What follows belongs to an exercise in optimizing a design on an open flow for small area and a short achievable clock period; a production flow would make more cautious choices. RTL that was checked went through simulation tests only; none was proved equivalent to the original. For run 7, only the layout was checked, not whether the RTL still works. No activity file was given, so power comes from the tool's default toggle rates.

==> flow/design.v, too long to show whole: its modules and the start of the top module <==
// module le_fpu_rshift: 16 lines
// module le_fpu_norm: 35 lines
// module le_fpu_inc24: 114 lines
// module le_fpu_add8: 37 lines
// module le_fpu_add32: 173 lines
// module le_fpu_add26: 127 lines
// module le_fpu_add22: 103 lines
// module le_fpu_pc: 11 lines
// module le_fpu_gc: 8 lines
// module le_fpu_ac: 7 lines
// module le_fpu_mul: 1231 lines
// module le_fpu_fa: 4 lines
// module le_fpu_ha: 4 lines
// module le_fpu_bpp: 3 lines
// module le_fpu: 285 lines
module le_fpu (
    input  wire        clk,
    input  wire        rst,         
    input  wire        in_valid,
    input  wire [31:0] in_insn,
    input  wire [31:0] in_a,        
    input  wire [31:0] in_b,        
    output reg         out_valid,
    output reg         out_fault,   
    output reg         out_wen,     
    output reg  [4:0]  out_rd,
    output reg  [31:0] out_data
);
  // ...
==> flow/flow/run.sh <==
#!/bin/bash
set -euo pipefail
export SETUP_SLACK_MARGIN=${SETUP_SLACK_MARGIN:-6}
export BUFFER_PORTS_ARGS="-buffer_cell sky130_fd_sc_hd__buf_2"
bash standard.sh > run.log 2>&1
==> flow/standard.sh <==
#!/bin/bash
# synth_recipe.tcl (not shown) runs the flow's synth.tcl, then flattens the netlist and writes it again
# the make line also repeats each setting of config.mk as NAME=value (left out here)
make -C /OpenROAD-flow-scripts/flow DESIGN_CONFIG=/design/flow/config.mk WORK_HOME=/design/flow/orfs CLKGATE_MAP_FILE= SYNTH_SCRIPT=/design/flow/synth_recipe.tcl "${@:-finish}"
==> flow/config.mk <==
export PLATFORM = sky130hd
export DESIGN_NAME = le_fpu
export DESIGN_NICKNAME = le_fpu
export VERILOG_FILES = /design/flow/design.v
export SDC_FILE = /design/flow/constraint.sdc
export NUM_CORES = 4
export LEC_CHECK = 0
export CAP_MARGIN = 20
export CORE_MARGIN = 2
export CORE_UTILIZATION = 45
export SLEW_MARGIN = 20
export SYNTH_HIERARCHICAL = 1
export SYNTH_MINIMUM_KEEP_SIZE = 0
==> flow/constraint.sdc <==
create_clock -name core_clock -period 16.0 [get_ports {clk}]
set_input_delay 3.2000 -clock core_clock [delete_from_list [all_inputs] [get_ports {clk}]]
set_output_delay 3.2000 -clock core_clock [all_outputs]
set_load 0.01 [all_outputs]
==> results.cfg, run 1 <==
[run_status]
status = no timing/DRC/antenna violations

[worst_setup_path]
path_class = input port to flop
worst_setup_path_end_kind = flop
worstSetupStartpointType = input port

[timing]
finalCritPeriodShare_pct = 61.3
tightest_slew_ns = 0.992
setup_viol = 0
max_freq_ghz = 0.102

[cts]
clk_path_buf_depth = 2
cts.sinks = 84
postCtsSetupBuffers = 19
cts_max_level = 3

[route]
vias_per_cell = 6.21
drtIter0Drc = 2429
postRouteWirelength_um = 112000
dr_wl_met3_um = 9930
post-route-drc-count = 0

[pwr]
p_switching_uw = 2800
power_leader = combinational logic
irDropWorstVdd_mv = 0.204
pg_seq_uw = 416
p_clk_share_pct = 4.0
swShare_pct = 53.0
power_density_nw_per_um2 = 156

[finish]
multi_input_area_um2 = 28300
final_cell_mix = 379 x xnor2_1, 276 x a22oi_2, 271 x fa_1, 210 x nor2_1, 193 x ha_1
inv_count = 152
dominant-cell-class = multi-input gates
largest_reg_flops = 32

[worst_hold_path]
holdPathStages = 1
min_from = in_insn[25]

[place]
dpl_worst_slack_ns = 3.81
port_buffers = 133
post-dp-hpwl_um = 77200
dp.cells = 4493

[synth]
netlist_area_um2 = 31300
syn_inst = 3544

[die]
nWellTaps = 931

[global_route]
busiest_layer = met2
grt_max_degree = 70
grt_pass1_vias = 28000
==> module le_fpu, before the edit <==
module le_fpu (
    input  wire        clk,
    input  wire        rst,         
    input  wire        in_valid,
    input  wire [31:0] in_insn,
    input  wire [31:0] in_a,        
    input  wire [31:0] in_b,        
    output reg         out_valid,
    output reg         out_fault,   
    output reg         out_wen,     
    output reg  [4:0]  out_rd,
    output reg  [31:0] out_data
);
    wire [5:0] op   = in_insn[31:26];
    wire [4:0] f_rb = in_insn[15:11];
    wire [4:0] f_rc = in_insn[10:6];
    wire [5:0] func = in_insn[5:0];
    reg legal;
    always @(*) begin
        legal = 1'b0;
        if (op == 6'h04) begin
            case (func)
                6'h00, 6'h01, 6'h02, 6'h07, 6'h08:
                    legal = (f_rc == 5'd0);
                6'h09, 6'h0A, 6'h0B, 6'h0C, 6'h0D, 6'h0E:
                    legal = (f_rb == 5'd0) && (f_rc == 5'd0);
                default:
                    legal = 1'b0;
            endcase
        end
    end
    wire f_add  = (func[5:1] == 5'b00000);              
    wire f_sub  = func[0];
    wire f_mul  = (func == 6'h02);
    wire f_mm   = (func == 6'h07) || (func == 6'h08);
    wire f_min  = (func == 6'h07);
    wire f_abs  = (func == 6'h09);
    wire f_neg  = (func == 6'h0A);
    wire f_cif  = (func == 6'h0B) || (func == 6'h0D);   
    wire f_qif  = func[2];                               
    wire f_cfi  = (func == 6'h0C) || (func == 6'h0E);   
    wire f_qfi  = func[1];                               
    wire f_pass = f_mm | f_abs | f_neg;
    wire        sa = in_a[31];
    wire [7:0]  ea = in_a[30:23];
    wire [22:0] fa = in_a[22:0];
    wire        a_zero = (ea == 8'd0);
    wire        a_emax = (ea == 8'hFF);
    wire        a_fnz  = (fa != 23'd0);
    wire        a_inf  = a_emax & ~a_fnz;
    wire        a_nan  = a_emax & a_fnz;
    wire        sb = in_b[31];
    wire [7:0]  eb = in_b[30:23];
    wire [22:0] fb = in_b[22:0];
    wire        b_zero = (eb == 8'd0);
    wire        b_emax = (eb == 8'hFF);
    wire        b_fnz  = (fb != 23'd0);
    wire        b_inf  = b_emax & ~b_fnz;
    wire        b_nan  = b_emax & b_fnz;
    wire a_ge = (in_a[30:0] >= in_b[30:0]);
    wire a_eq = (in_a[30:0] == in_b[30:0]);
    wire        sb_eff  = sb ^ f_sub;
    wire        eff_sub = sa ^ sb_eff;
    wire        sel_a   = ~f_add | ~a_ge;
    wire        z_sel   = sel_a ? a_zero : b_zero;
    wire [22:0] f_sel   = sel_a ? fa : fb;
    wire [31:0] s_in    = f_cif ? in_a : {1'b0, ~z_sel, f_sel & {23{~z_sel}}, 7'd0};
    wire [7:0]  d_ab, d_ba;
    wire        e_ge, e_le;                          
    le_fpu_add8 u_d_ab (
        .x   (ea),
        .y   (~eb),
        .cin (1'b1),
        .s   (d_ab),
        .cout(e_ge)
    );
    le_fpu_add8 u_d_ba (
        .x   (eb),
        .y   (~ea),
        .cin (1'b1),
        .s   (d_ba),
        .cout(e_le)
    );
    wire [7:0]  d_exp   = e_ge ? d_ab : d_ba;
    wire [8:0]  t_cvt   = (f_qfi ? 9'd126 : 9'd157) - {1'b0, ea};
    wire        cvt_sat = t_cvt[8];                      
    wire [7:0]  sh_full = f_add ? d_exp : (f_cif ? 8'd0 : t_cvt[7:0]);
    wire [32:0] w;
    wire        stk;
    le_fpu_rshift u_rshift (
        .x  (s_in),
        .sh (sh_full[4:0]),
        .big(sh_full[7:5] != 3'd0),
        .w  (w),
        .stk(stk)
    );
    wire        cfi_up = w[0] & (stk | w[1]);
    wire [31:0] x_add  = f_add ? {1'b0, 1'b1, (a_ge ? fa : fb), 7'd0}
                               : {31'd0, f_cfi & (sa ^ cfi_up)};
    wire [31:0] y_add  = {w[32:2], w[1] | (f_add & (w[0] | stk))};
    wire        inv    = f_add ? eff_sub : sa;
    wire        cin    = f_add ? eff_sub : (f_cif & sa);
    wire [31:0] sum;
    wire        add_co;
    le_fpu_add32 u_add (
        .x   (x_add),
        .y   (y_add ^ {32{inv}}),
        .cin (cin),
        .s   (sum),
        .cout(add_co)
    );
    wire [47:0] mul_s, mul_c;
    le_fpu_mul u_mul (
        .a({1'b1, fa}),
        .b({1'b1, fb}),
        .s(mul_s),
        .c(mul_c)
    );
    wire [21:0] mul_lo;
    wire        mul_cy;
    le_fpu_add22 u_mul_lo (
        .x   (mul_s[21:0]),
        .y   (mul_c[21:0]),
        .cin (1'b0),
        .s   (mul_lo),
        .cout(mul_cy)
    );
    wire [21:0] mul_t  = mul_s[21:0] ^ mul_c[21:0];
    wire [21:0] mul_o  = {mul_s[20:0] | mul_c[20:0], 1'b0};
    wire        mul_st = (mul_t != mul_o);
    wire mag_a_ge = b_zero | (~a_zero & a_ge);
    wire mag_a_le = a_zero | (~b_zero & (~a_ge | a_eq));
    wire a_le_b = (sa & ~sb) | (~sa & ~sb & mag_a_le) | (sa & sb & mag_a_ge);
    wire a_ge_b = (~sa & sb) | (~sa & ~sb & mag_a_ge) | (sa & sb & mag_a_le);
    wire pick_a = ~f_mm | b_nan | (~a_nan & (f_min ? a_le_b : a_ge_b));
    wire        p_sign = pick_a ? (f_abs ? 1'b0 : (sa ^ f_neg)) : sb;
    wire [30:0] p_mag  = pick_a ? (a_zero ? 31'd0 : in_a[30:0])
                                : (b_zero ? 31'd0 : in_b[30:0]);
    reg        c_rnd, c_sign, c_nan, c_inf, c_zero, c_sat, c_cfi, c_mul;
    reg [9:0]  c_exp;
    reg [31:0] c_val;
    always @(*) begin
        c_rnd  = 1'b0;
        c_nan  = 1'b0;
        c_inf  = 1'b0;
        c_zero = 1'b0;
        c_sat  = 1'b0;
        c_cfi  = 1'b0;
        c_mul  = f_mul;
        c_sign = sa;
        c_exp  = 10'd0;
        c_val  = sum;
        if (f_add) begin
            c_sign = a_ge ? sa : sb_eff;
            c_exp  = {2'd0, (a_ge ? ea : eb)} + 10'd1;
            if (a_nan | b_nan | (a_inf & b_inf & eff_sub))
                c_nan = 1'b1;
            else if (a_inf | b_inf) begin
                c_inf  = 1'b1;
                c_sign = a_inf ? sa : sb_eff;
            end else if (a_zero & b_zero) begin
                c_zero = 1'b1;
                c_sign = sa & sb_eff;
            end else
                c_rnd = 1'b1;
        end else if (f_mul) begin
            c_sign = sa ^ sb;
            c_exp  = {2'd0, ea} + {2'd0, eb} - 10'd126;
            c_val  = {mul_s[47:22], mul_cy, mul_st, 4'd0};
            if (a_nan | b_nan | (a_inf & b_zero) | (b_inf & a_zero))
                c_nan = 1'b1;
            else if (a_inf | b_inf)
                c_inf = 1'b1;
            else if (a_zero | b_zero)
                c_zero = 1'b1;
            else
                c_rnd = 1'b1;
        end else if (f_pass) begin
            c_val = {p_sign, p_mag};
            c_nan = f_mm ? (a_nan & b_nan) : a_nan;
        end else if (f_cif) begin
            c_exp = f_qif ? 10'd127 : 10'd158;
            c_rnd = 1'b1;
        end else begin
            c_cfi = 1'b1;
            if (a_nan) begin
                c_zero = 1'b1;
                c_sign = 1'b0;
            end else if (a_inf | cvt_sat)
                c_sat = 1'b1;
        end
    end
    reg        r_rnd, r_sign, r_nan, r_inf, r_zero, r_sat, r_cfi, r_mul;
    reg [9:0]  r_exp;
    reg [31:0] r_val;
    reg [25:0] r_mc;                     
    reg        r_valid, r_fault, r_wen;
    reg [4:0]  r_rd;
    always @(posedge clk) begin
        if (rst)
            r_valid <= 1'b0;
        else
            r_valid <= in_valid;
    end
    always @(posedge clk) begin
        r_fault <= ~legal;
        r_wen   <= legal;
        r_rd    <= in_insn[25:21];
        r_rnd   <= c_rnd;
        r_sign  <= c_sign;
        r_nan   <= c_nan;
        r_inf   <= c_inf;
        r_zero  <= c_zero;
        r_sat   <= c_sat;
        r_cfi   <= c_cfi;
        r_mul   <= c_mul;
        r_exp   <= c_exp;
        r_val   <= c_val;
        r_mc    <= mul_c[47:22];
    end
    wire [31:0] nz;
    wire [4:0]  lz_n;
    le_fpu_norm u_norm (
        .x (r_val),
        .n (nz),
        .lz(lz_n)
    );
    wire [25:0] mp;
    wire        mp_co;
    le_fpu_add26 u_mul_hi (
        .x   (r_val[31:6]),
        .y   (r_mc),
        .cin (r_val[5]),
        .s   (mp),
        .cout(mp_co)
    );
    wire [31:0] nm   = mp[25] ? {mp, r_val[4], 5'd0} : {mp[24:0], r_val[4], 6'd0};
    wire [31:0] nn   = r_mul ? nm : nz;
    wire [4:0]  lz   = r_mul ? {4'd0, ~mp[25]} : lz_n;
    wire        g_n  = nn[7];
    wire        s_n  = (nn[6:0] != 7'd0);
    wire        up   = g_n & (s_n | nn[8]);
    wire [23:0] m_r;
    wire        cy;                          
    le_fpu_inc24 u_round (
        .x   (nn[31:8]),
        .cin (up),
        .s   (m_r),
        .cout(cy)
    );
    wire signed [9:0] e0 = $signed(r_exp) - $signed({5'd0, lz});
    wire [7:0]  e_out = cy ? (e0[7:0] + 8'd1) : e0[7:0];
    wire        ex_ge255 = ($signed(r_exp) >= 10'sd255);
    wire        ex_ge256 = ($signed(r_exp) >= 10'sd256);
    wire        ex_eq254 = (r_exp == 10'd254);
    wire        ex_eq255 = (r_exp == 10'd255);
    wire        top1 = r_mul ? mp[25] : r_val[31];
    wire        top2 = r_mul | r_val[30];
    wire        ovf = top1 ? (ex_ge255 | (cy & ex_eq254))
                    : (top2 & (ex_ge256 | (cy & ex_eq255)));
    wire        ex_neg = r_exp[9];
    wire        ex_big = ~r_exp[9] & (r_exp[8:5] != 4'd0);
    wire        unf = ex_neg | (~ex_big & (cy ? (r_exp[4:0] < lz) : (r_exp[4:0] <= lz)));
    wire        val_zero = (r_val == 32'd0);
    always @(*) begin
        out_valid = r_valid;
        out_fault = r_fault;
        out_wen   = r_wen;
        out_rd    = r_rd;
        if (r_nan)
            out_data = 32'h7FC0_0000;
        else if (r_inf | (r_rnd & ovf))
            out_data = {r_sign, 8'hFF, 23'd0};
        else if (r_rnd & val_zero)
            out_data = 32'd0;
        else if (r_zero | (r_rnd & unf))
            out_data = {r_sign, 31'd0};
        else if (r_cfi)
            out_data = (r_sat | (~r_sign & r_val[31])) ? {r_sign, {31{~r_sign}}} : r_val;
        else if (r_rnd)
            out_data = {r_sign, e_out, m_r[22:0]};
        else
            out_data = r_val;
    end
endmodule
==> run 2: changes to the inputs <==
--- a/flow/design.v
+++ b/flow/design.v
@@ -163,6 +163,169 @@
     assign s = x ^ c;
     assign cout = cin & p5_23;
 endmodule
+module le_fpu_add31 (
+    input  wire [30:0] x,
+    input  wire [30:0] y,
+    input  wire        cin,
+    output wire [30:0] s,
+    output wire        cout
+);
+    wire [30:0] p0 = x ^ y;
+    wire [30:0] g0 = x & y;
+    wire gc0 = g0[0] | (p0[0] & cin);
+    wire g1_1;
+    le_fpu_gc u_g1_1 (.gh(g0[1]), .ph(p0[1]), .gl(gc0), .g(g1_1));
+    wire g1_3, p1_3;
+    le_fpu_pc u_g1_3 (.gh(g0[3]), .ph(p0[3]), .gl(g0[2]), .pl(p0[2]), .g(g1_3), .p(p1_3));
+    wire g1_5, p1_5;
+    le_fpu_pc u_g1_5 (.gh(g0[5]), .ph(p0[5]), .gl(g0[4]), .pl(p0[4]), .g(g1_5), .p(p1_5));
+    wire g1_7, p1_7;
+    le_fpu_pc u_g1_7 (.gh(g0[7]), .ph(p0[7]), .gl(g0[6]), .pl(p0[6]), .g(g1_7), .p(p1_7));
+    wire g1_9, p1_9;
+    le_fpu_pc u_g1_9 (.gh(g0[9]), .ph(p0[9]), .gl(g0[8]), .pl(p0[8]), .g(g1_9), .p(p1_9));
+    wire g1_11, p1_11;
+    le_fpu_pc u_g1_11 (.gh(g0[11]), .ph(p0[11]), .gl(g0[10]), .pl(p0[10]), .g(g1_11), .p(p1_11));
+    wire g1_13, p1_13;
+    le_fpu_pc u_g1_13 (.gh(g0[13]), .ph(p0[13]), .gl(g0[12]), .pl(p0[12]), .g(g1_13), .p(p1_13));
+    wire g1_15, p1_15;
+    le_fpu_pc u_g1_15 (.gh(g0[15]), .ph(p0[15]), .gl(g0[14]), .pl(p0[14]), .g(g1_15), .p(p1_15));
+    wire g1_17, p1_17;
+    le_fpu_pc u_g1_17 (.gh(g0[17]), .ph(p0[17]), .gl(g0[16]), .pl(p0[16]), .g(g1_17), .p(p1_17));
+    wire g1_19, p1_19;
+    le_fpu_pc u_g1_19 (.gh(g0[19]), .ph(p0[19]), .gl(g0[18]), .pl(p0[18]), .g(g1_19), .p(p1_19));
+    wire g1_21, p1_21;
+    le_fpu_pc u_g1_21 (.gh(g0[21]), .ph(p0[21]), .gl(g0[20]), .pl(p0[20]), .g(g1_21), .p(p1_21));
+    wire g1_23, p1_23;
+    le_fpu_pc u_g1_23 (.gh(g0[23]), .ph(p0[23]), .gl(g0[22]), .pl(p0[22]), .g(g1_23), .p(p1_23));
+    wire g1_25, p1_25;
+    le_fpu_pc u_g1_25 (.gh(g0[25]), .ph(p0[25]), .gl(g0[24]), .pl(p0[24]), .g(g1_25), .p(p1_25));
+    wire g1_27, p1_27;
+    le_fpu_pc u_g1_27 (.gh(g0[27]), .ph(p0[27]), .gl(g0[26]), .pl(p0[26]), .g(g1_27), .p(p1_27));
+    wire g1_29, p1_29;
+    le_fpu_pc u_g1_29 (.gh(g0[29]), .ph(p0[29]), .gl(g0[28]), .pl(p0[28]), .g(g1_29), .p(p1_29));
+    wire g2_2;
+    le_fpu_gc u_g2_2 (.gh(g0[2]), .ph(p0[2]), .gl(g1_1), .g(g2_2));
+    wire g2_3;
+    le_fpu_gc u_g2_3 (.gh(g1_3), .ph(p1_3), .gl(g1_1), .g(g2_3));
+    wire g2_6, p2_6;
+    le_fpu_pc u_g2_6 (.gh(g0[6]), .ph(p0[6]), .gl(g1_5), .pl(p1_5), .g(g2_6), .p(p2_6));
+    wire g2_7, p2_7;
+    le_fpu_pc u_g2_7 (.gh(g1_7), .ph(p1_7), .gl(g1_5), .pl(p1_5), .g(g2_7), .p(p2_7));
+    wire g2_10, p2_10;
+    le_fpu_pc u_g2_10 (.gh(g0[10]), .ph(p0[10]), .gl(g1_9), .pl(p1_9), .g(g2_10), .p(p2_10));
+    wire g2_11, p2_11;
+    le_fpu_pc u_g2_11 (.gh(g1_11), .ph(p1_11), .gl(g1_9), .pl(p1_9), .g(g2_11), .p(p2_11));
+    wire g2_14, p2_14;
+    le_fpu_pc u_g2_14 (.gh(g0[14]), .ph(p0[14]), .gl(g1_13), .pl(p1_13), .g(g2_14), .p(p2_14));
+    wire g2_15, p2_15;
+    le_fpu_pc u_g2_15 (.gh(g1_15), .ph(p1_15), .gl(g1_13), .pl(p1_13), .g(g2_15), .p(p2_15));
+    wire g2_18, p2_18;
+    le_fpu_pc u_g2_18 (.gh(g0[18]), .ph(p0[18]), .gl(g1_17), .pl(p1_17), .g(g2_18), .p(p2_18));
+    wire g2_19, p2_19;
+    le_fpu_pc u_g2_19 (.gh(g1_19), .ph(p1_19), .gl(g1_17), .pl(p1_17), .g(g2_19), .p(p2_19));
+    wire g2_22, p2_22;
+    le_fpu_pc u_g2_22 (.gh(g0[22]), .ph(p0[22]), .gl(g1_21), .pl(p1_21), .g(g2_22), .p(p2_22));
+    wire g2_23, p2_23;
+    le_fpu_pc u_g2_23 (.gh(g1_23), .ph(p1_23), .gl(g1_21), .pl(p1_21), .g(g2_23), .p(p2_23));
+    wire g2_26, p2_26;
+    le_fpu_pc u_g2_26 (.gh(g0[26]), .ph(p0[26]), .gl(g1_25), .pl(p1_25), .g(g2_26), .p(p2_26));
+    wire g2_27, p2_27;
+    le_fpu_pc u_g2_27 (.gh(g1_27), .ph(p1_27), .gl(g1_25), .pl(p1_25), .g(g2_27), .p(p2_27));
+    wire g2_30, p2_30;
+    le_fpu_pc u_g2_30 (.gh(g0[30]), .ph(p0[30]), .gl(g1_29), .pl(p1_29), .g(g2_30), .p(p2_30));
+    wire g3_4;
+    le_fpu_gc u_g3_4 (.gh(g0[4]), .ph(p0[4]), .gl(g2_3), .g(g3_4));
+    wire g3_5;
+    le_fpu_gc u_g3_5 (.gh(g1_5), .ph(p1_5), .gl(g2_3), .g(g3_5));
+    wire g3_6;
+    le_fpu_gc u_g3_6 (.gh(g2_6), .ph(p2_6), .gl(g2_3), .g(g3_6));
+    wire g3_7;
+    le_fpu_gc u_g3_7 (.gh(g2_7), .ph(p2_7), .gl(g2_3), .g(g3_7));
+    wire g3_12, p3_12;
+    le_fpu_pc u_g3_12 (.gh(g0[12]), .ph(p0[12]), .gl(g2_11), .pl(p2_11), .g(g3_12), .p(p3_12));
+    wire g3_13, p3_13;
+    le_fpu_pc u_g3_13 (.gh(g1_13), .ph(p1_13), .gl(g2_11), .pl(p2_11), .g(g3_13), .p(p3_13));
+    wire g3_14, p3_14;
+    le_fpu_pc u_g3_14 (.gh(g2_14), .ph(p2_14), .gl(g2_11), .pl(p2_11), .g(g3_14), .p(p3_14));
+    wire g3_15, p3_15;
+    le_fpu_pc u_g3_15 (.gh(g2_15), .ph(p2_15), .gl(g2_11), .pl(p2_11), .g(g3_15), .p(p3_15));
+    wire g3_20, p3_20;
+    le_fpu_pc u_g3_20 (.gh(g0[20]), .ph(p0[20]), .gl(g2_19), .pl(p2_19), .g(g3_20), .p(p3_20));
+    wire g3_21, p3_21;
+    le_fpu_pc u_g3_21 (.gh(g1_21), .ph(p1_21), .gl(g2_19), .pl(p2_19), .g(g3_21), .p(p3_21));
+    wire g3_22, p3_22;
+    le_fpu_pc u_g3_22 (.gh(g2_22), .ph(p2_22), .gl(g2_19), .pl(p2_19), .g(g3_22), .p(p3_22));
+    wire g3_23, p3_23;
+    le_fpu_pc u_g3_23 (.gh(g2_23), .ph(p2_23), .gl(g2_19), .pl(p2_19), .g(g3_23), .p(p3_23));
+    wire g3_28, p3_28;
+    le_fpu_pc u_g3_28 (.gh(g0[28]), .ph(p0[28]), .gl(g2_27), .pl(p2_27), .g(g3_28), .p(p3_28));
+    wire g3_29, p3_29;
+    le_fpu_pc u_g3_29 (.gh(g1_29), .ph(p1_29), .gl(g2_27), .pl(p2_27), .g(g3_29), .p(p3_29));
+    wire g3_30, p3_30;
+    le_fpu_pc u_g3_30 (.gh(g2_30), .ph(p2_30), .gl(g2_27), .pl(p2_27), .g(g3_30), .p(p3_30));
+    wire g4_8;
+    le_fpu_gc u_g4_8 (.gh(g0[8]), .ph(p0[8]), .gl(g3_7), .g(g4_8));
+    wire g4_9;
+    le_fpu_gc u_g4_9 (.gh(g1_9), .ph(p1_9), .gl(g3_7), .g(g4_9));
+    wire g4_10;
+    le_fpu_gc u_g4_10 (.gh(g2_10), .ph(p2_10), .gl(g3_7), .g(g4_10));
+    wire g4_11;
+    le_fpu_gc u_g4_11 (.gh(g2_11), .ph(p2_11), .gl(g3_7), .g(g4_11));
+    wire g4_12;
+    le_fpu_gc u_g4_12 (.gh(g3_12), .ph(p3_12), .gl(g3_7), .g(g4_12));
+    wire g4_13;
+    le_fpu_gc u_g4_13 (.gh(g3_13), .ph(p3_13), .gl(g3_7), .g(g4_13));
+    wire g4_14;
+    le_fpu_gc u_g4_14 (.gh(g3_14), .ph(p3_14), .gl(g3_7), .g(g4_14));
+    wire g4_15;
+    le_fpu_gc u_g4_15 (.gh(g3_15), .ph(p3_15), .gl(g3_7), .g(g4_15));
+    wire g4_24, p4_24;
+    le_fpu_pc u_g4_24 (.gh(g0[24]), .ph(p0[24]), .gl(g3_23), .pl(p3_23), .g(g4_24), .p(p4_24));
+    wire g4_25, p4_25;
+    le_fpu_pc u_g4_25 (.gh(g1_25), .ph(p1_25), .gl(g3_23), .pl(p3_23), .g(g4_25), .p(p4_25));
+    wire g4_26, p4_26;
+    le_fpu_pc u_g4_26 (.gh(g2_26), .ph(p2_26), .gl(g3_23), .pl(p3_23), .g(g4_26), .p(p4_26));
+    wire g4_27, p4_27;
+    le_fpu_pc u_g4_27 (.gh(g2_27), .ph(p2_27), .gl(g3_23), .pl(p3_23), .g(g4_27), .p(p4_27));
+    wire g4_28, p4_28;
+    le_fpu_pc u_g4_28 (.gh(g3_28), .ph(p3_28), .gl(g3_23), .pl(p3_23), .g(g4_28), .p(p4_28));
+    wire g4_29, p4_29;
+    le_fpu_pc u_g4_29 (.gh(g3_29), .ph(p3_29), .gl(g3_23), .pl(p3_23), .g(g4_29), .p(p4_29));
+    wire g4_30, p4_30;
+    le_fpu_pc u_g4_30 (.gh(g3_30), .ph(p3_30), .gl(g3_23), .pl(p3_23), .g(g4_30), .p(p4_30));
+    wire g5_16;
+    le_fpu_gc u_g5_16 (.gh(g0[16]), .ph(p0[16]), .gl(g4_15), .g(g5_16));
+    wire g5_17;
+    le_fpu_gc u_g5_17 (.gh(g1_17), .ph(p1_17), .gl(g4_15), .g(g5_17));
+    wire g5_18;
+    le_fpu_gc u_g5_18 (.gh(g2_18), .ph(p2_18), .gl(g4_15), .g(g5_18));
+    wire g5_19;
+    le_fpu_gc u_g5_19 (.gh(g2_19), .ph(p2_19), .gl(g4_15), .g(g5_19));
+    wire g5_20;
+    le_fpu_gc u_g5_20 (.gh(g3_20), .ph(p3_20), .gl(g4_15), .g(g5_20));
+    wire g5_21;
+    le_fpu_gc u_g5_21 (.gh(g3_21), .ph(p3_21), .gl(g4_15), .g(g5_21));
+    wire g5_22;
+    le_fpu_gc u_g5_22 (.gh(g3_22), .ph(p3_22), .gl(g4_15), .g(g5_22));
+    wire g5_23;
+    le_fpu_gc u_g5_23 (.gh(g3_23), .ph(p3_23), .gl(g4_15), .g(g5_23));
+    wire g5_24;
+    le_fpu_gc u_g5_24 (.gh(g4_24), .ph(p4_24), .gl(g4_15), .g(g5_24));
+    wire g5_25;
+    le_fpu_gc u_g5_25 (.gh(g4_25), .ph(p4_25), .gl(g4_15), .g(g5_25));
+    wire g5_26;
+    le_fpu_gc u_g5_26 (.gh(g4_26), .ph(p4_26), .gl(g4_15), .g(g5_26));
+    wire g5_27;
+    le_fpu_gc u_g5_27 (.gh(g4_27), .ph(p4_27), .gl(g4_15), .g(g5_27));
+    wire g5_28;
+    le_fpu_gc u_g5_28 (.gh(g4_28), .ph(p4_28), .gl(g4_15), .g(g5_28));
+    wire g5_29;
+    le_fpu_gc u_g5_29 (.gh(g4_29), .ph(p4_29), .gl(g4_15), .g(g5_29));
+    wire g5_30;
+    le_fpu_gc u_g5_30 (.gh(g4_30), .ph(p4_30), .gl(g4_15), .g(g5_30));
+    assign s = p0 ^ {g5_29, g5_28, g5_27, g5_26, g5_25, g5_24, g5_23, g5_22, g5_21, g5_20, g5_19, g5_18, g5_17, g5_16, g4_15, g4_14, g4_13, g4_12, g4_11, g4_10, g4_9, g4_8, g3_7, g3_6, g3_5, g3_4, g2_3, g2_2, g1_1, gc0, cin};
+    assign cout = g5_30;
+endmodule
 module le_fpu_add8 (
     input  wire [7:0] x,
     input  wire [7:0] y,
@@ -1930,7 +2093,15 @@
     wire        b_fnz  = (fb != 23'd0);
     wire        b_inf  = b_emax & ~b_fnz;
     wire        b_nan  = b_emax & b_fnz;
-    wire a_ge = (in_a[30:0] >= in_b[30:0]);
+    wire [30:0] cmp_d;
+    wire        a_ge;
+    le_fpu_add31 u_cmp (
+        .x   (in_a[30:0]),
+        .y   (~in_b[30:0]),
+        .cin (1'b1),
+        .s   (cmp_d),
+        .cout(a_ge)
+    );
     wire a_eq = (in_a[30:0] == in_b[30:0]);
     wire        sb_eff  = sb ^ f_sub;
     wire        eff_sub = sa ^ sb_eff;
==> run 2 against run 1 <==
Synthesized area up 0.54%. Core utilization up 0.28 points. Sequential power about the same. Via count up 0.96%. Sequential share of layout area about the same. Clock power up 2%. Highest routed layer unchanged. Cell count down 1.1%.
==> results.cfg, run 2 <==
[run_status]
status = no timing/DRC/antenna violations

[synth]
syn_avg_cell_area_um2 = 9.06
netlist_area_um2 = 31500
syn_inst = 3474
synth.yosys.warnings = 9

[cts]
root_buffer = clkbuf_16
cts_max_level = 3
cts.sinks = 84
postCtsHoldBufs = 0
cts_buffers = 9
clk_path_buf_depth = 2
clk_pin_slew_ns = 0.07
tritoncts = done

[die]
ios = 139
num_rows = 96
die_x_um = 268
initial_core_util_pct = 45.7
die-area_um2 = 72100
die_y_um = 268
coreArea_um2 = 68900

[worst_setup_path]
startpoint = in_b[3]
critPathRequiredTime_ns = 16.23
worst_ep_arrival_time_ns = 10.05
worst_setup_path_end_kind = flop
worstSetupStartpointType = input port
path_class = input port to flop
cp_slowest_cell = mux4_2
slowest_delay_ns = 0.51
cp_max_fo = 21
path_common_cell = a21o_1

[timing]
report.final.slew_viol_count = 0
finalSetupTns_ns = 0
hold_viol_final = 0
max_freq_ghz = 0.102
maxSlewHeadroom_pct = 30.9
tightest_slew_ns = 1.03
rsz0062_at_grt = no
min_period_ns = 9.83
finalCritPeriodShare_pct = 61.4
setup_viol = 0

[place]
post-dp-hpwl_um = 80000
finalWeightedCongestion = 0.941
port_buffers = 133

[finish]
nNetsFinal = 4124
final_common_cell = xnor2_1
final_cell_mix = 379 x xnor2_1, 276 x a22oi_2, 272 x fa_1, 209 x a21o_1, 208 x and2_1
area_growth_pct = 8.56
largest-register = r_val
largest_reg_flops = 32
top_regs = r_val (32), r_mc (26), r_exp (10)
drive_above_1_share_pct = 20.8

[route]
wire_per_inst_um = 25.8
vias_per_cell = 6.35
ant_nets = 0
vias = 28500
post-route-drc-count = 0
postRouteWirelength_um = 116000
drt-pass1-iter-count = 8
drtIter0Drc = 2806

[global_route]
grt_antenna_before_repair = 7
grt_max_degree = 70
grt_pass1_wl_um = 170000
grt_pass1_vias = 27200
grt_usage_pct = 31.1
grt_remaining_overflow = 0

[pwr]
irDropWorstVdd_mv = 0.166
finalPower_uw = 5280
leakagePower_uw = 0.0146
power_density_nw_per_um2 = 155

[worst_hold_path]
holdPathStages = 1
min_from = in_insn[25]
hold_class = input port to flop

[job]
max_cap_violations = 0
==> run 2: worst paths after layout <==
check / to / slack, ns
worst max-delay path: r_val[18] / 6.17
worst min-delay path: r_rd[4] / 2.94
==> run 2: what timing repair did <==
item / 4_1_cts / 5_1_grt
endpoints found under the setup margin: 59 / 55
resized for setup: 76 / 74
buffers inserted: 5 / 23
cloned: 2 / 6
pin swaps: 1 / 17
==> run 2: cell type report <==
class                           count  area (um^2)
Fill cell                        6693        34800
Multi-Input combinational cell   3052        28500
Timing Repair Buffer              263         1940
Sequential cell                    84         1700
Tap cell                          931         1160
Inverter                          144          548
Clock buffer                        9          225
Clock inverter                      7         81.3
Antenna cell                        5         12.5
==> run 2: where the power goes <==
group | total, uW | switching (uW) | internal [uW]
combinational | 4650 | 2570 | 2080
sequential | 418 | 120 | 298
clock | 213 | 90.0 | 123
total | 5280 | 2780 | 2500
==> run 2: layer usage <==
layer	track usage (%)	vias to the layer above	wire (um)	share of wire, %
li1	-	12600	-	-
met1	40.8	14100	47000	41
met2	50.4	1510	53000	46
met3	5.59	303	10500	9.1
met4	12.7	4	5100	4.4
met5	0	-	29	0.025
==> run 2: critical path: cells and delay by family <==
family	cells	cell delay (ns)
AND/OR/NAND/NOR	4	0.43
multiplexers	2	0.82
XOR/XNOR	2	0.33
buffers and inverters	7	1.05
adder cells (fa/ha/maj)	2	0.68
AO/OA/AOI/OAI	17	3.55
==> run 2: per-stage QoR <==
stage                     hold WS, ns  util, %  instances  instance area [um^2]  worst slack [ns]
after floorplan                  3.23        -       3527                 31700              6.16
after global placement           3.30     47.8       4437                 32900              4.47
after detailed placement         3.30     47.8       4437                 32900              4.39
after CTS                        2.93     48.6       4460                 33500              6.01
after global routing             2.93     49.5       4492                 34200              5.99
final                            2.94     49.6       4495                 34200              6.17
==> run 3: changes to the inputs <==
==> flow/flow/run.sh (replaced) <==
#!/bin/bash
set -euo pipefail
export SETUP_SLACK_MARGIN=${SETUP_SLACK_MARGIN:-6.5}
export BUFFER_PORTS_ARGS="-buffer_cell sky130_fd_sc_hd__buf_2"
bash standard.sh > run.log 2>&1
==> run 3 against run 2 <==
Combinational power increased by 2%. Setup slack better by 0.37 ns. Cell count rose by 0.67%. Sequential power rose by 1%. Largest cell class unchanged.
==> results.cfg, run 3 <==
[die]
die_y_um = 268
initial_core_util_pct = 45.7
die_x_um = 268
coreArea_um2 = 68900
ios = 139
die-area_um2 = 72100
num_rows = 96

[worst_setup_path]
slowest_delay_ns = 0.65
cp_max_fo = 22
critPathRequiredTime_ns = 12.80
cp_slowest_cell = dfxtp_1
cp_top_family = simple AND/OR/NAND/NOR gates
path_common_cell = and2_1
worstSetupStartpointType = flop
worst_ep_arrival_time_ns = 6.26
worst_setup_path_end_kind = primary output
crit_buf_inv = 3
startpoint = r_val[18]
worstPathCellList = ha_1, and2_1, and2_1, and2_1, a21o_4, a21o_1, xor2_4, buf_12, mux2i_2, a21oi_1, and2_1, and2_1, and2_2, and2_2, and2_1, and2_1, maj3_1, a21oi_1, o211ai_1, or2_0, buf_4, a211oi_4, buf_2
path_class = flop to primary output

[place]
port_buffers = 133
post-dp-hpwl_um = 78900
finalWeightedCongestion = 0.960

[timing]
hold_ws_ns = 2.94
report.final.slew_viol_count = 0
finalCritPeriodShare_pct = 59.1
hold_viol_final = 0
maxSlewHeadroom_pct = 34.5
rsz0062_at_grt = yes
min_period_ns = 9.46
tightest_slew_ns = 0.979
setup_viol = 0
finalSetupTns_ns = 0
max_freq_ghz = 0.106

[route]
drtIter0Drc = 2704
postRouteWirelength_um = 115000
vias_per_cell = 6.26
vias = 28300
drt-pass1-iter-count = 6
ant_nets = 0
wire_per_inst_um = 25.4
post-route-drc-count = 0

[synth]
syn_avg_cell_area_um2 = 9.06
netlist_area_um2 = 31500
syn_inst = 3474
synth.yosys.warnings = 9

[finish]
nNetsFinal = 4157
top_regs = r_val (32), r_mc (26), r_exp (10)
largest_reg_flops = 32
largest-register = r_val
fill_cells = 6599
final_common_cell = xnor2_1
area_growth_pct = 10.7
final_cell_mix = 378 x xnor2_1, 276 x a22oi_2, 271 x fa_1, 208 x a21o_1, 207 x and2_1
drive_above_1_share_pct = 22.3

[worst_hold_path]
hold_path_end = r_rd[0]
hold_class = input port to flop
holdPathStages = 1
min_from = in_insn[21]

[job]
max_cap_violations = 0

[global_route]
grt_use_met2_pct = 49.9
grt_pass1_wl_um = 172000
grt_remaining_overflow = 0
grt_max_degree = 70
grt_use_met1_pct = 41.4
grt_pass1_vias = 27300
busiest_layer = met2
grt_antenna_before_repair = 2
grt_usage_pct = 31.1
use_met3_pct = 5.07

[cts]
root_buffer = clkbuf_16
clk_path_buf_depth = 2
cts_buffers = 9
cts_max_level = 3
postCtsHoldBufs = 0
tritoncts = done
clk_pin_slew_ns = 0.07
cts.sinks = 84

[pwr]
irDropWorstVdd_mv = 0.200
leakagePower_uw = 0.0150
power_density_nw_per_um2 = 154
finalPower_uw = 5360

[run_status]
status = no timing/DRC/antenna violations
## run 3: cell count changes in the layout (fill, tap and decap cells not counted), sizes merged
cell	before	now
diode	5	2
clkbuf	19	17
bufbuf	1	8
buf	252	280
inv	147	146
clkinv	3	4
## run 3: metrics by stage
step	std cells	setup slack (ns)	utilization (%)	area, um^2
6_report	4525	6.54	50.5	34800
5_1_grt	4524	6.31	50.5	34800
4_1_cts	4487	6.49	49.7	34200
3_5_place_dp	4440	4.41	47.8	33000
3_3_place_gp	4440	4.52	47.8	33000
2_1_floorplan	3527	6.51	-	31700
## run 3: how the worst max path moves through the flow
| stage | end | slack [ns] | cells past startpoint |
|---|---|---|---|
| after floorplan | r_val[20] | 6.51 | 29 |
| after global placement | r_val[22] | 4.52 | 32 |
| after detailed placement | r_val[21] | 4.41 | 32 |
| after CTS | r_val[21] | 6.49 | 33 |
| after global routing | out_data[13] | 6.31 | 23 |
| final | out_data[13] | 6.54 | 23 |
## run 3: area by class of cell
| cell class | instances | area (um^2) | share of cell area, % |
|---|---|---|---|
| Antenna cell | 2 | 5.00 | 0.0144 |
| Clock buffer | 9 | 225 | 0.646 |
| Timing Repair Buffer | 296 | 2470 | 7.10 |
| Inverter | 144 | 554 | 1.59 |
| Tap cell | 931 | 1160 | 3.34 |
| Sequential cell | 84 | 1720 | 4.94 |
| Clock inverter | 7 | 81.3 | 0.233 |
| Multi-Input combinational cell | 3052 | 28600 | 82.1 |
## run 3: routing by layer
layer / wire length (um) / share of wire, %
met5: 0 / 0
met4: 5510 / 4.8
met3: 9870 / 8.6
met1: 47300 / 41
met2: 52200 / 45
## run 3: report_power, final
| group | total [uW] | switching [uW] | internal [uW] | leakage (uW) |
|---|---|---|---|---|
| clock | 214 | 90.3 | 123 | 0.000152 |
| sequential | 424 | 122 | 302 | 0.000705 |
| combinational | 4720 | 2590 | 2130 | 0.0141 |
## run 3: repair_timing
| action | 4_1_cts | 5_1_grt |
|---|---|---|
| cloned | 11 | 3 |
| endpoints found under the hold margin | 0 | 0 |
| buffers inserted | 20 | 32 |
| pin swaps | 16 | 26 |
| gates resized for setup | 154 | 75 |
| endpoints found under the setup margin | 64 | 57 |
==> run 4: changes to the inputs <==
--- a/flow/design.v
+++ b/flow/design.v
@@ -2292,38 +2292,43 @@
         .s   (m_r),
         .cout(cy)
     );
-    wire signed [9:0] e0 = $signed(r_exp) - $signed({5'd0, lz});
-    wire [7:0]  e_out = cy ? (e0[7:0] + 8'd1) : e0[7:0];
+    wire [7:0]  e0 = r_exp[7:0] - {3'd0, lz};
+    wire [7:0]  e1 = e0 + 8'd1;
     wire        ex_ge255 = ($signed(r_exp) >= 10'sd255);
     wire        ex_ge256 = ($signed(r_exp) >= 10'sd256);
     wire        ex_eq254 = (r_exp == 10'd254);
     wire        ex_eq255 = (r_exp == 10'd255);
     wire        top1 = r_mul ? mp[25] : r_val[31];
     wire        top2 = r_mul | r_val[30];
-    wire        ovf = top1 ? (ex_ge255 | (cy & ex_eq254))
-                    : (top2 & (ex_ge256 | (cy & ex_eq255)));
+    wire        ovf0 = top1 ? ex_ge255 : (top2 & ex_ge256);
+    wire        ovf1 = top1 ? (ex_ge255 | ex_eq254) : (top2 & (ex_ge256 | ex_eq255));
     wire        ex_neg = r_exp[9];
     wire        ex_big = ~r_exp[9] & (r_exp[8:5] != 4'd0);
-    wire        unf = ex_neg | (~ex_big & (cy ? (r_exp[4:0] < lz) : (r_exp[4:0] <= lz)));
+    wire        unf0 = ex_neg | (~ex_big & (r_exp[4:0] <= lz));
+    wire        unf1 = ex_neg | (~ex_big & (r_exp[4:0] < lz));
+    wire [7:0]  ef0  = ovf0 ? 8'hFF : (unf0 ? 8'h00 : e0);
+    wire [7:0]  ef1  = ovf1 ? 8'hFF : (unf1 ? 8'h00 : e1);
     wire        val_zero = (r_val == 32'd0);
+    wire        k_rnd  = r_rnd & ~val_zero;              
+    wire        k_cfi  = r_cfi & ~r_zero & ~r_sat;        
+    wire        k_pass = ~(r_rnd | r_cfi | r_nan | r_inf | r_zero | r_sat);
+    wire        k_one  = r_nan | r_inf;                   
+    wire        k_sat  = r_sat | (k_cfi & ~r_sign & r_val[31]);
+    wire        k_val  = (k_cfi & ~(~r_sign & r_val[31])) | k_pass;
     always @(*) begin
         out_valid = r_valid;
         out_fault = r_fault;
         out_wen   = r_wen;
         out_rd    = r_rd;
-        if (r_nan)
-            out_data = 32'h7FC0_0000;
-        else if (r_inf | (r_rnd & ovf))
-            out_data = {r_sign, 8'hFF, 23'd0};
-        else if (r_rnd & val_zero)
-            out_data = 32'd0;
-        else if (r_zero | (r_rnd & unf))
-            out_data = {r_sign, 31'd0};
-        else if (r_cfi)
-            out_data = (r_sat | (~r_sign & r_val[31])) ? {r_sign, {31{~r_sign}}} : r_val;
-        else if (r_rnd)
-            out_data = {r_sign, e_out, m_r[22:0]};
-        else
-            out_data = r_val;
+        out_data[31]    = (~r_nan & ~(r_rnd & val_zero) & ~k_val & r_sign)
+                        | (k_val & r_val[31]);
+        out_data[30:23] = ({8{k_one}})
+                        | ({8{k_rnd}} & (cy ? ef1 : ef0))
+                        | ({8{k_sat & ~r_sign}})
+                        | ({8{k_val}} & r_val[30:23]);
+        out_data[22:0]  = ({r_nan, 22'd0})
+                        | ({23{k_rnd & ~(ovf0 | unf0)}} & m_r[22:0])
+                        | ({23{k_sat & ~r_sign}})
+                        | ({23{k_val}} & r_val[22:0]);
     end
 endmodule
==> flow/flow/run.sh (replaced) <==
#!/bin/bash
set -euo pipefail
export SETUP_SLACK_MARGIN=${SETUP_SLACK_MARGIN:-7}
export BUFFER_PORTS_ARGS="-buffer_cell sky130_fd_sc_hd__buf_2"
bash standard.sh > run.log 2>&1
==> run 4 against run 3 <==
Design area up 2.5%. Still clean on timing, DRC and antenna. Die area shrank 0.98%. Combinational power barely moved. Synthesized cell count fell by 2.1%. Worst hold slack got worse by 0.00074 ns. Core utilization up 1.5 points.
==> results.cfg, run 4 <==
[cts]
clk_path_buf_depth = 2
tritoncts = done
cts_buffers = 9
cts_max_level = 3
postCtsHoldBufs = 0
root_buffer = clkbuf_16
cts.sinks = 84
clk_pin_slew_ns = 0.07

[place]
place_area_um2 = 32600
finalWeightedCongestion = 0.917
port_buffers = 133
dp.cells = 4365
post-dp-hpwl_um = 77700

[finish]
top_regs = r_val (32), r_mc (26), r_exp (10)
final_cell_area_um2 = 35700
nNetsFinal = 4147
multi_input_area_um2 = 28800
largest_reg_flops = 32
fill_cells = 6370
final_common_cell = xnor2_1
diodes = 0
area_growth_pct = 14.6
seq_area_um2 = 1690
final_cell_mix = 383 x xnor2_1, 278 x a22oi_2, 271 x fa_1, 212 x and2_1, 204 x a21o_1
largest-register = r_val
drive_above_1_share_pct = 24.4
fin_cells = 4514

[timing]
min_period_ns = 9.20
max_freq_ghz = 0.109
hold_viol_final = 0
rsz0062_at_grt = yes
setup_viol = 0
tightest_slew_ns = 1.08
finalCritPeriodShare_pct = 57.5
hold_ws_ns = 2.94
finalSetupTns_ns = 0
maxSlewHeadroom_pct = 27.1
report.final.slew_viol_count = 0

[worst_setup_path]
cp_slowest_cell = fa_2
worst_ep_arrival_time_ns = 9.42
cp_max_fo = 8
path_class = input port to flop
worstSetupStartpointType = input port
slowest_delay_ns = 0.41
path_common_cell = a21o_1
worst_setup_path_end_kind = flop
critPathRequiredTime_ns = 16.22

[route]
postRouteWirelength_um = 122000
vias_per_cell = 6.39
wire_per_inst_um = 27.0
drt-pass1-iter-count = 5
vias = 28800
post-route-drc-count = 0
ant_nets = 0
drtIter0Drc = 3380

[die]
coreArea_um2 = 68600
initial_core_util_pct = 45.4
die_y_um = 267
ios = 139
die-area_um2 = 71400
num_rows = 96
die_x_um = 267

[global_route]
grt_use_met1_pct = 44.1
busiest_layer = met2
grt_antenna_before_repair = 3
grt_use_met2_pct = 50.8
grt_remaining_overflow = 0
grt_max_degree = 62
grt_usage_pct = 32.8
grt_pass1_wl_um = 178000
grt_pass1_vias = 27700
use_met3_pct = 7.27

[synth]
syn_avg_cell_area_um2 = 9.17
synth.yosys.warnings = 9
netlist_area_um2 = 31200
syn_inst = 3400

[pwr]
finalPower_uw = 5380
irDropWorstVdd_mv = 0.226
leakagePower_uw = 0.0152
power_density_nw_per_um2 = 151

[run_status]
status = no timing/DRC/antenna violations

[job]
max_cap_violations = 0

[worst_hold_path]
hold_class = input port to flop
run 4: cell types whose count changed in the layout (fill, tap and decap cells not counted), sizes merged, moves of 8 or more:
cell    change
or3         -8
nor2b      -17
a221o      +23
and2        +8
mux2       -14
buf        +39
o21ai      -52
clkbuf     +11
nand2      +13
a211oi     -43
mux2i      -11
run 4: critical path, delay by kind of cell:
family                     cells  cell delay [ns]
AOI/OAI and AO/OA             14             3.01
and+or+nand+nor               10             1.17
adders and majority gates      2             0.70
buffers and inverters          4             0.69
muxes                          1             0.32
xor gates and xnor gates       2             0.31
run 4: area by class of cell:
type / count / area share, %
Clock buffer: 9 / 0.631
Clock inverter: 7 / 0.291
Inverter: 140 / 1.56
Multi-Input combinational cell: 2996 / 80.5
Sequential cell: 84 / 4.74
Tap cell: 931 / 3.26
Timing Repair Buffer: 347 / 9.01
run 4: path summary, 6_finish.rpt:
kind | cells past startpoint | to | slack, ns | startpoint
worst min-delay path | 1 | r_rd[3] | 2.94 | in_insn[24]
worst max-delay path | 33 | r_val[19] | 6.80 | in_a[15]
run 4: power breakdown:
part           switching [uW]  leakage (uW)  internal (uW)
combinational            2600        0.0143           2130
sequential                120      0.000703            297
clock                    88.7      0.000155            139
run 4: routing by layer:
layer | share of wire, % | up-vias
li1 | - | 12600
met1 | 40 | 14200
met2 | 44 | 1703
met3 | 11 | 358
met4 | 5.0 | 6
met5 | 0.033 | -
run 4: metrics by stage:
stage | worst slack, ns | util, %
after floorplan | 7.00 | -
after global placement | 4.01 | 47.5
after detailed placement | 4.02 | 47.5
after CTS | 6.69 | 50.2
after global routing | 6.61 | 52.1
final | 6.80 | 52.1
run 4: timing repair:
item | CTS | global route
buffers inserted | 34 | 77
pin swaps | 59 | 59
cloned | 13 | 9
endpoints found under the setup margin | 63 | 40
gates resized for setup | 225 | 108
==> run 5: changes to the inputs <==
==> flow/flow/run.sh (replaced) <==
#!/bin/bash
set -euo pipefail
export SETUP_SLACK_MARGIN=${SETUP_SLACK_MARGIN:-6.5}
export BUFFER_PORTS_ARGS="-buffer_cell sky130_fd_sc_hd__buf_2"
bash standard.sh > run.log 2>&1
==> run 5 against run 4 <==
Non-clock buffer count fell by 38. Routed wire length fell by 2.2%. Fmax fell by 2.1%. Design area fell by 2.4%. Die area did not move. Power fell by 1.6%. Synthesized area did not move.
==> results.cfg, run 5 <==
[run_status]
status = no timing/DRC/antenna violations

[cts]
clk_pin_slew_ns = 0.07
cts_max_level = 3
postCtsHoldBufs = 0
cts.sinks = 84
root_buffer = clkbuf_16
clk_path_buf_depth = 2
tritoncts = done
cts_buffers = 9

[timing]
setup_viol = 0
maxSlewHeadroom_pct = 29.0
min_period_ns = 9.40
finalSetupTns_ns = 0
report.final.slew_viol_count = 0
finalCritPeriodShare_pct = 58.7
tightest_slew_ns = 1.07
rsz0062_at_grt = yes
hold_viol_final = 0
max_freq_ghz = 0.106

[global_route]
grt_antenna_before_repair = 7
grt_pass1_vias = 27600
grt_pass1_wl_um = 175000
grt_remaining_overflow = 0
grt_usage_pct = 32.3
grt_max_degree = 62

[finish]
seq_area_um2 = 1680
largest-register = r_val
fill_cells = 6449
top_regs = r_val (32), r_mc (26), r_exp (10)
final_cell_mix = 383 x xnor2_1, 276 x a22oi_2, 271 x fa_1, 217 x and2_1, 206 x a21o_1
multi_input_area_um2 = 28500
largest_reg_flops = 32
drive_above_1_share_pct = 22.3
fin_util_pct = 50.8
fin_cells = 4475
area_growth_pct = 11.9
final_common_cell = xnor2_1
nNetsFinal = 4107

[worst_setup_path]
cp_max_fo = 32
path_class = input port to flop
critPathRequiredTime_ns = 16.20
worstSetupStartpointType = input port
worst_ep_arrival_time_ns = 9.60
slowest_delay_ns = 0.51
cp_slowest_cell = mux4_2
worst_setup_path_end_kind = flop

[synth]
syn_inst = 3400
netlist_area_um2 = 31200
synth.yosys.warnings = 9
syn_avg_cell_area_um2 = 9.17

[place]
dp.cells = 4364
port_buffers = 133
post-dp-hpwl_um = 77500
finalWeightedCongestion = 0.915

[die]
die_y_um = 267
die-area_um2 = 71400
num_rows = 96
die_x_um = 267
ios = 139
initial_core_util_pct = 45.4
coreArea_um2 = 68600

[worst_hold_path]
hold_path_end = r_rd[4]
min_from = in_insn[25]
hold_class = input port to flop
holdPathStages = 1

[route]
postRouteWirelength_um = 119000
wire_per_inst_um = 26.6
drtIter0Drc = 3204
vias = 28300
vias_per_cell = 6.33
ant_nets = 0
drt-pass1-iter-count = 6
post-route-drc-count = 0

[pwr]
leakagePower_uw = 0.0149
irDropWorstVdd_mv = 0.189
power_density_nw_per_um2 = 152

[job]
max_cap_violations = 0
==> run 5: power by group <==
part	internal (uW)	switching [uW]	total (uW)
sequential	295	108	403
clock	110	93.5	204
combinational	2070	2610	4680
total	2480	2820	5290
==> run 5: layout make-up <==
class / count / area share, %
sequential: 84 / 4.83
tap: 931 / 3.34
clock inverter: 7 / 0.226
clock buffer: 9 / 0.646
timing repair buffer: 309 / 7.60
multi-input combinational: 2994 / 81.8
antenna: 1 / 0.00718
inverter: 140 / 1.53
==> run 5: worst max-delay path by stage <==
stage	start	end	slack [ns]	depth (start not counted)
2_1_floorplan	in_b[13]	r_val[5]	6.57	17
3_3_place_gp	in_b[5]	r_val[21]	3.61	32
3_5_place_dp	in_b[5]	r_val[21]	3.45	32
4_1_cts	in_b[6]	r_val[18]	6.50	31
5_1_grt	in_b[0]	r_val[17]	6.45	34
6_report	in_a[20]	r_val[18]	6.60	32
==> run 5: critical path, delay by kind of cell <==
kind	cells	cell delay [ns]
AND/OR/NAND/NOR	6	0.64
AO/OA/AOI/OAI	13	2.60
adder cells (fa/ha/maj)	2	0.73
XOR/XNOR	2	0.24
buffers and inverters	6	1.00
multiplexers	3	1.09
==> run 5: metrics by stage <==
stage | cell area (um^2) | power (uW) | worst slack, ns | hold WS, ns
detailed placement | 32600 | 4830 | 3.45 | 3.30
CTS | 34000 | 5120 | 6.50 | 2.93
global placement | 32600 | 4790 | 3.61 | 3.30
global route | 34900 | 5710 | 6.45 | 2.94
floorplan | 31400 | 4190 | 6.57 | 3.23
finish | 34900 | 5290 | 6.60 | 2.95
==> run 5: metal layers <==
layer | track usage, % | share of wire (%) | up-vias
met5 | 0 | 0.043 | -
met4 | 12.5 | 3.9 | 8
met3 | 8.11 | 11 | 297
met2 | 50.2 | 44 | 1581
met1 | 43.1 | 41 | 13900
li1 | - | - | 12500
==> run 5: repair_timing <==
| item | 4_1_cts | 5_1_grt |
|---|---|---|
| buffers inserted | 30 | 48 |
| gates resized for setup | 131 | 83 |
| gates cloned | 12 | 3 |
| pin swaps | 28 | 25 |
| endpoints found under the setup margin | 57 | 58 |
| hold endpoints to repair | 0 | 0 |
==> run 6: changes to the inputs <==
--- a/flow/config.mk
+++ b/flow/config.mk
@@ -7,7 +7,7 @@
 export LEC_CHECK = 0
 export CAP_MARGIN = 20
 export CORE_MARGIN = 2
-export CORE_UTILIZATION = 45
+export CORE_UTILIZATION = 40
 export SLEW_MARGIN = 20
 export SYNTH_HIERARCHICAL = 1
 export SYNTH_MINIMUM_KEEP_SIZE = 0
==> run 6 against run 5 <==
Largest cell class unchanged. Core utilization fell by 5.8 points. Combinational power fell by 2%. Routed wire length rose by 3.3%.
==> results.cfg, run 6 <==
[global_route]
grt_remaining_overflow = 0
grt_pass1_wl_um = 178000
grt_antenna_before_repair = 5
grt_max_degree = 62
grt_pass1_vias = 27600
grt_usage_pct = 29.0

[die]
die_y_um = 283
num_rows = 102
initial_core_util_pct = 40.3
die_x_um = 283
die-area_um2 = 80200
ios = 139
coreArea_um2 = 77300

[cts]
cts_buffers = 9
tritoncts = done
clk_path_buf_depth = 2
root_buffer = clkbuf_16
cts_max_level = 3
cts.sinks = 84
clk_pin_slew_ns = 0.08
postCtsHoldBufs = 0

[worst_setup_path]
slowest_delay_ns = 0.50
worstSetupStartpointType = input port
crit_end = r_val[20]
worst_ep_arrival_time_ns = 9.70
worst_setup_path_end_kind = flop
path_class = input port to flop
critPathRequiredTime_ns = 16.23
cp_max_fo = 10
path_common_cell = a21o_1
cp_slowest_cell = mux4_2
startpoint = in_b[1]

[finish]
largest_reg_flops = 32
largest-register = r_val
final_common_cell = xnor2_1
fill_cells = 7566
fin_util_pct = 45.0
final_cell_mix = 384 x xnor2_1, 284 x a22oi_2, 272 x fa_1, 216 x and2_1, 206 x a21o_1
nNetsFinal = 4095
top_regs = r_val (32), r_mc (26), r_exp (10)
area_growth_pct = 11.8
drive_above_1_share_pct = 21.9

[worst_hold_path]
holdPathStages = 1
hold_class = input port to flop

[job]
max_cap_violations = 0

[timing]
finalCritPeriodShare_pct = 59.2
setup_viol = 0
hold_viol_final = 0
maxSlewHeadroom_pct = 30.0
finalSetupTns_ns = 0
rsz0062_at_grt = yes
max_freq_ghz = 0.106
min_period_ns = 9.47
tightest_slew_ns = 1.05
report.final.slew_viol_count = 0

[route]
ant_nets = 0
vias_per_cell = 6.26
drtIter0Drc = 3170
vias = 28600
wire_per_inst_um = 26.9
postRouteWirelength_um = 123000
post-route-drc-count = 0
drt-pass1-iter-count = 6

[pwr]
irDropWorstVdd_mv = 0.159
finalPower_uw = 5220
power_density_nw_per_um2 = 150
leakagePower_uw = 0.0149

[synth]
synth.yosys.warnings = 9
syn_inst = 3400
syn_avg_cell_area_um2 = 9.17
netlist_area_um2 = 31200

[place]
finalWeightedCongestion = 0.968
post-dp-hpwl_um = 82200
port_buffers = 133

[run_status]
status = no timing/DRC/antenna violations
## run 6: worst max-delay path: cells and delay by family
kind / cells / cell delay (ns)
compound gates: 15 / 3.03
simple gates: 5 / 0.62
buf+inv: 6 / 0.84
mux: 3 / 1.01
xor+xnor: 2 / 0.27
fa+ha+maj: 2 / 0.71
## run 6: area by class of cell
| type | instances | area [um^2] | share of cell area [%] |
|---|---|---|---|
| multi-input cells | 2994 | 28300 | 81.4 |
| clock inverters | 6 | 77.6 | 0.223 |
| flip-flops and latches | 84 | 1690 | 4.85 |
| repair buffers | 297 | 2650 | 7.60 |
| inverters | 140 | 532 | 1.53 |
| diodes | 1 | 2.50 | 0.00718 |
| well taps | 1040 | 1300 | 3.74 |
| clock buffers | 10 | 239 | 0.686 |
## run 6: repair_timing
action	in CTS	in global routing
pin swaps	7	25
endpoints found under the setup margin	32	55
cloned	8	14
setup buffers	12	40
resized for setup	124	92
## run 6: how the worst min path moves through the flow
stage                      startpoint       to  slack (ns)
after floorplan           in_insn[21]  r_rd[0]        3.23
after global placement    in_insn[25]  r_rd[4]        3.30
after detailed placement  in_insn[21]  r_rd[0]        3.30
after CTS                 in_insn[21]  r_rd[0]        2.90
after global routing      in_insn[23]  r_rd[2]        2.90
final                     in_insn[25]  r_rd[4]        2.91
## run 6: power breakdown
part	internal, uW	switching [uW]	leakage [uW]
registers	296	121	0.000703
clock network	129	104	0.000154
logic	2020	2550	0.0140
## run 6: through the flow
step	setup slack, ns	std cells	area [um^2]	hold WS (ns)
finish	6.53	4572	34800	2.91
floorplan	6.57	3453	31400	3.23
CTS	6.51	4517	33900	2.90
detailed placement	4.46	4481	32700	3.30
global route	6.43	4571	34800	2.90
global placement	4.54	4481	32700	3.30
## run 6: metal layers
layer | share of wire (%) | wire length (um) | track usage [%]
met1 | 40 | 49300 | 37.7
met4 | 6.2 | 7620 | 15.7
met2 | 43 | 53300 | 44.7
met3 | 10 | 12600 | 6.09
met5 | 0.024 | 29 | 0
==> run 7: changes to the inputs <==
--- a/flow/design.v
+++ b/flow/design.v
@@ -2105,10 +2105,6 @@
     wire a_eq = (in_a[30:0] == in_b[30:0]);
     wire        sb_eff  = sb ^ f_sub;
     wire        eff_sub = sa ^ sb_eff;
-    wire        sel_a   = ~f_add | ~a_ge;
-    wire        z_sel   = sel_a ? a_zero : b_zero;
-    wire [22:0] f_sel   = sel_a ? fa : fb;
-    wire [31:0] s_in    = f_cif ? in_a : {1'b0, ~z_sel, f_sel & {23{~z_sel}}, 7'd0};
     wire [7:0]  d_ab, d_ba;
     wire        e_ge, e_le;                          
     le_fpu_add8 u_d_ab (
@@ -2125,19 +2121,30 @@
         .s   (d_ba),
         .cout(e_le)
     );
-    wire [7:0]  d_exp   = e_ge ? d_ab : d_ba;
     wire [8:0]  t_cvt   = (f_qfi ? 9'd126 : 9'd157) - {1'b0, ea};
     wire        cvt_sat = t_cvt[8];                      
-    wire [7:0]  sh_full = f_add ? d_exp : (f_cif ? 8'd0 : t_cvt[7:0]);
-    wire [32:0] w;
-    wire        stk;
-    le_fpu_rshift u_rshift (
-        .x  (s_in),
-        .sh (sh_full[4:0]),
-        .big(sh_full[7:5] != 3'd0),
-        .w  (w),
-        .stk(stk)
+    wire [7:0]  sh_a    = f_add ? d_ba : (f_cif ? 8'd0 : t_cvt[7:0]);
+    wire [31:0] xa_in   = f_cif ? in_a : {1'b0, ~a_zero, fa & {23{~a_zero}}, 7'd0};
+    wire [31:0] xb_in   = {1'b0, ~b_zero, fb & {23{~b_zero}}, 7'd0};
+    wire [32:0] wa, wb;
+    wire        stka, stkb;
+    le_fpu_rshift u_rshift_a (
+        .x  (xa_in),
+        .sh (sh_a[4:0]),
+        .big(sh_a[7:5] != 3'd0),
+        .w  (wa),
+        .stk(stka)
     );
+    le_fpu_rshift u_rshift_b (
+        .x  (xb_in),
+        .sh (d_ab[4:0]),
+        .big(d_ab[7:5] != 3'd0),
+        .w  (wb),
+        .stk(stkb)
+    );
+    wire        sel_a = ~f_add | ~a_ge;
+    wire [32:0] w     = sel_a ? wa : wb;
+    wire        stk   = sel_a ? stka : stkb;
     wire        cfi_up = w[0] & (stk | w[1]);
     wire [31:0] x_add  = f_add ? {1'b0, 1'b1, (a_ge ? fa : fb), 7'd0}
                                : {31'd0, f_cfi & (sa ^ cfi_up)};
==> flow/flow/run.sh (replaced) <==
#!/bin/bash
set -euo pipefail
export SETUP_SLACK_MARGIN=${SETUP_SLACK_MARGIN:-7}
export BUFFER_PORTS_ARGS="-buffer_cell sky130_fd_sc_hd__buf_2"
bash standard.sh > run.log 2>&1
--- a/flow/config.mk
+++ b/flow/config.mk
@@ -7,7 +7,7 @@
 export LEC_CHECK = 0
 export CAP_MARGIN = 20
 export CORE_MARGIN = 2
-export CORE_UTILIZATION = 40
+export CORE_UTILIZATION = 45
 export SLEW_MARGIN = 20
 export SYNTH_HIERARCHICAL = 1
 export SYNTH_MINIMUM_KEEP_SIZE = 0
==> run 7 against run 6 <==
Flip-flop and latch count did not move. Power rose by 9.5%. Via count rose by 11%. Sequential share of layout area fell by 0.31 points. Core utilization rose by 5.0 points. Global-route usage rose by 3.5 points. Critical endpoint is now r_val[11]. Routed wire length rose by 5.0%. Synthesized cell count rose by 12%. Critical path depth fell by 11. Clock-buffer cell count did not move. Worst hold slack improved by 0.039 ns.
==> results.cfg, run 7 <==
[run_status]
status = no timing/DRC/antenna violations

[timing]
tightest_slew_ns = 1.10
maxSlewHeadroom_pct = 26.7
finalCritPeriodShare_pct = 56.4
min_period_ns = 9.02
max_freq_ghz = 0.111
hold_viol_final = 0
rsz0062_at_grt = yes
setup_viol = 0
finalSetupTns_ns = 0
report.final.slew_viol_count = 0

[pwr]
seqPwrFrac_pct = 7.1
swShare_pct = 53.5
leakagePower_uw = 0.0160
p_clk_share_pct = 3.9
p_switching_uw = 3060
intPower_uw = 2660
finalPower_uw = 5720
power_frac_comb_pct = 89.0
power_density_nw_per_um2 = 154
irDropWorstVdd_mv = 0.197

[cts]
clk_path_buf_depth = 2
cts.sinks = 84
cts_buffers = 9
root_buffer = clkbuf_16
cts_max_level = 3
tritoncts = done
clk_pin_slew_ns = 0.06

[route]
ant_nets = 0
wire_per_inst_um = 26.2
post-route-drc-count = 0
vias = 31800
postRouteWirelength_um = 129000
drtIter0Drc = 3552
vias_per_cell = 6.46
drt-pass1-iter-count = 5

[global_route]
grt_remaining_overflow = 0
grt_antenna_before_repair = 7
grt_usage_pct = 32.4
grt_pass1_wl_um = 194000
grt_max_degree = 59
grt_pass1_vias = 31000

[die]
initial_core_util_pct = 45.5
ios = 139
die-area_um2 = 77500
num_rows = 100
die_x_um = 278
die_y_um = 278
coreArea_um2 = 74400

[finish]
final_common_cell = xnor2_1
multi_input_area_um2 = 31100
top_regs = r_val (32), r_mc (26), r_exp (10)
seq_area_um2 = 1690
area_growth_pct = 9.95
diodes = 0
largest-register = r_val
largest_reg_flops = 32
drive_above_1_share_pct = 21.9
fill_cells = 7069
nNetsFinal = 4519
final_cell_mix = 348 x xnor2_1, 278 x a22oi_2, 269 x fa_1, 231 x nand2_1, 214 x a21o_1

[worst_setup_path]
slowest_delay_ns = 0.71
path_common_cell = a21o_4
worst_ep_arrival_time_ns = 9.17
critPathRequiredTime_ns = 16.15
worstSetupStartpointType = input port
worst_setup_path_end_kind = flop
cp_max_fo = 35
worstPathCellList = buf_6, inv_2, fa_2, a21o_4, a21o_4, xor2_2, buf_4, inv_1, or4_1, a21oi_1, o21ba_1, o31a_1, o22ai_2, xor2_2, fa_2, a21o_1, a21o_4, a21o_4, a21o_1, xor2_1, o22ai_1, a221oi_1
cp_slowest_cell = or4_1
crit_buf_inv = 4
cp_top_family = compound AO/OA/AOI/OAI gates
path_class = input port to flop

[worst_hold_path]
hold_class = input port to flop

[synth]
syn_inst = 3815
syn_avg_cell_area_um2 = 8.88
synth.yosys.warnings = 9
netlist_area_um2 = 33900

[job]
max_cap_violations = 0

[place]
post-dp-hpwl_um = 89200
port_buffers = 133
finalWeightedCongestion = 0.968
-- run 7: cell types whose count changed in the layout (fill, tap and decap cells not counted), sizes merged, moves of 22 or more --
cell    change
a21oi      +22
a221oi     +26
conb       +45
inv        +23
mux2       +38
mux2i      +35
nand2      +56
nor2       +48
o21ai      +48
xnor2      -34
xor2       +35
-- run 7: worst paths after layout --
kind,endpoint,slack [ns],cells past startpoint,start
worst min-delay path,r_rd[0],2.95,1,in_insn[21]
worst max-delay path,r_val[11],6.98,22,in_b[23]
-- run 7: power groups by stage --
stage                     combinational [uW]  sequential (uW)  clock (uW)
after CTS                               4960              399         225
after detailed placement                4880              402           0
after global routing                    5530              411         231
after floorplan                         4060              344           0
final                                   5090              409         220
after global placement                  4810              404           0
-- run 7: timing repair --
item	in CTS	in global routing
setup buffers	27	35
cloned	7	5
hold buffers	0	0
setup endpoints to repair	63	59
gates resized for setup	89	90
pin swaps	24	49
-- run 7: routing by layer --
metal  track usage [%]  wire length [um]  share of wire (%)
met1              41.5             50800                 39
met2              51.7             58100                 45
met3              6.53             12800                 10
met4              16.8              7250                5.6
met5                 0                61              0.047
-- run 7: cell type report --
cell class              count  share of cell area, %
repair inverters            1                 0.0134
clock inverters             6                  0.232
repair buffers            302                   6.14
well taps                 969                   3.26
flip-flops and latches     84                   4.54
multi-input cells        3385                   83.4
inverters                 167                   1.78
clock buffers              10                  0.615
-- run 7: metrics by stage --
stage	util (%)	hold WS, ns	instances	setup WS [ns]	area (um^2)
2_1_floorplan	-	3.23	3913	7.01	34200
3_3_place_gp	47.6	3.30	4832	4.81	35400
3_5_place_dp	47.6	3.30	4833	4.70	35400
4_1_cts	48.9	2.93	4883	7.01	36400
5_1_grt	50.0	2.94	4924	6.85	37200
6_report	50.0	2.95	4924	6.98	37200

==> separate check: timing with driven ports <==
No port has a modelled driver above. Below, the same layouts with a new extraction and two added sets of constraints.
Step 1 sets driving cells, clkbuf_16 on the clock port and buf_2 on the other inputs (assumed; they add their load-dependent delay and slew).
Step 2 times the ports against the registers' clock, not the clock port: input delays grow and output delays shrink by t, the midpoint of the rising clock arrivals with the driver on.
Three values: ideal, step 1, step 2; two values: the first two.
run | t, ns | setup WS [ns] | hold slack, ns | worst setup path at the end | clock arrival spread, ns
run 1 | 0.387 | 6.184 / 6.207 / 5.821 | 2.953 / 2.924 / 3.311 | input to register | 0.012 / 0.013
run 2 | 0.388 | 6.173 / 6.177 / 5.790 | 2.943 / 2.921 / 3.309 | input to register | 0.012 / 0.013
run 3 | 0.390 | 6.542 / 6.500 / 6.172 | 2.938 / 2.917 / 3.306 | input to register | 0.015 / 0.015
run 4 | 0.403 | 6.801 / 6.787 / 6.384 | 2.937 / 2.909 / 3.313 | input to register | 0.010 / 0.011
run 5 | 0.379 | 6.603 / 6.606 / 6.228 | 2.950 / 2.932 / 3.311 | input to register | 0.011 / 0.011
run 6 | 0.430 | 6.534 / 6.564 / 6.134 | 2.909 / 2.873 / 3.304 | input to register | 0.020 / 0.021
run 7 | 0.389 | 6.984 / 6.853 / 6.464 | 2.947 / 2.925 / 3.313 | input to register | 0.007 / 0.007
After both steps setup and hold are still met in every run listed. For run 7, which loses most, drivers alone change the setup slack by -0.131 ns; drivers and shift together by -0.520 ns.
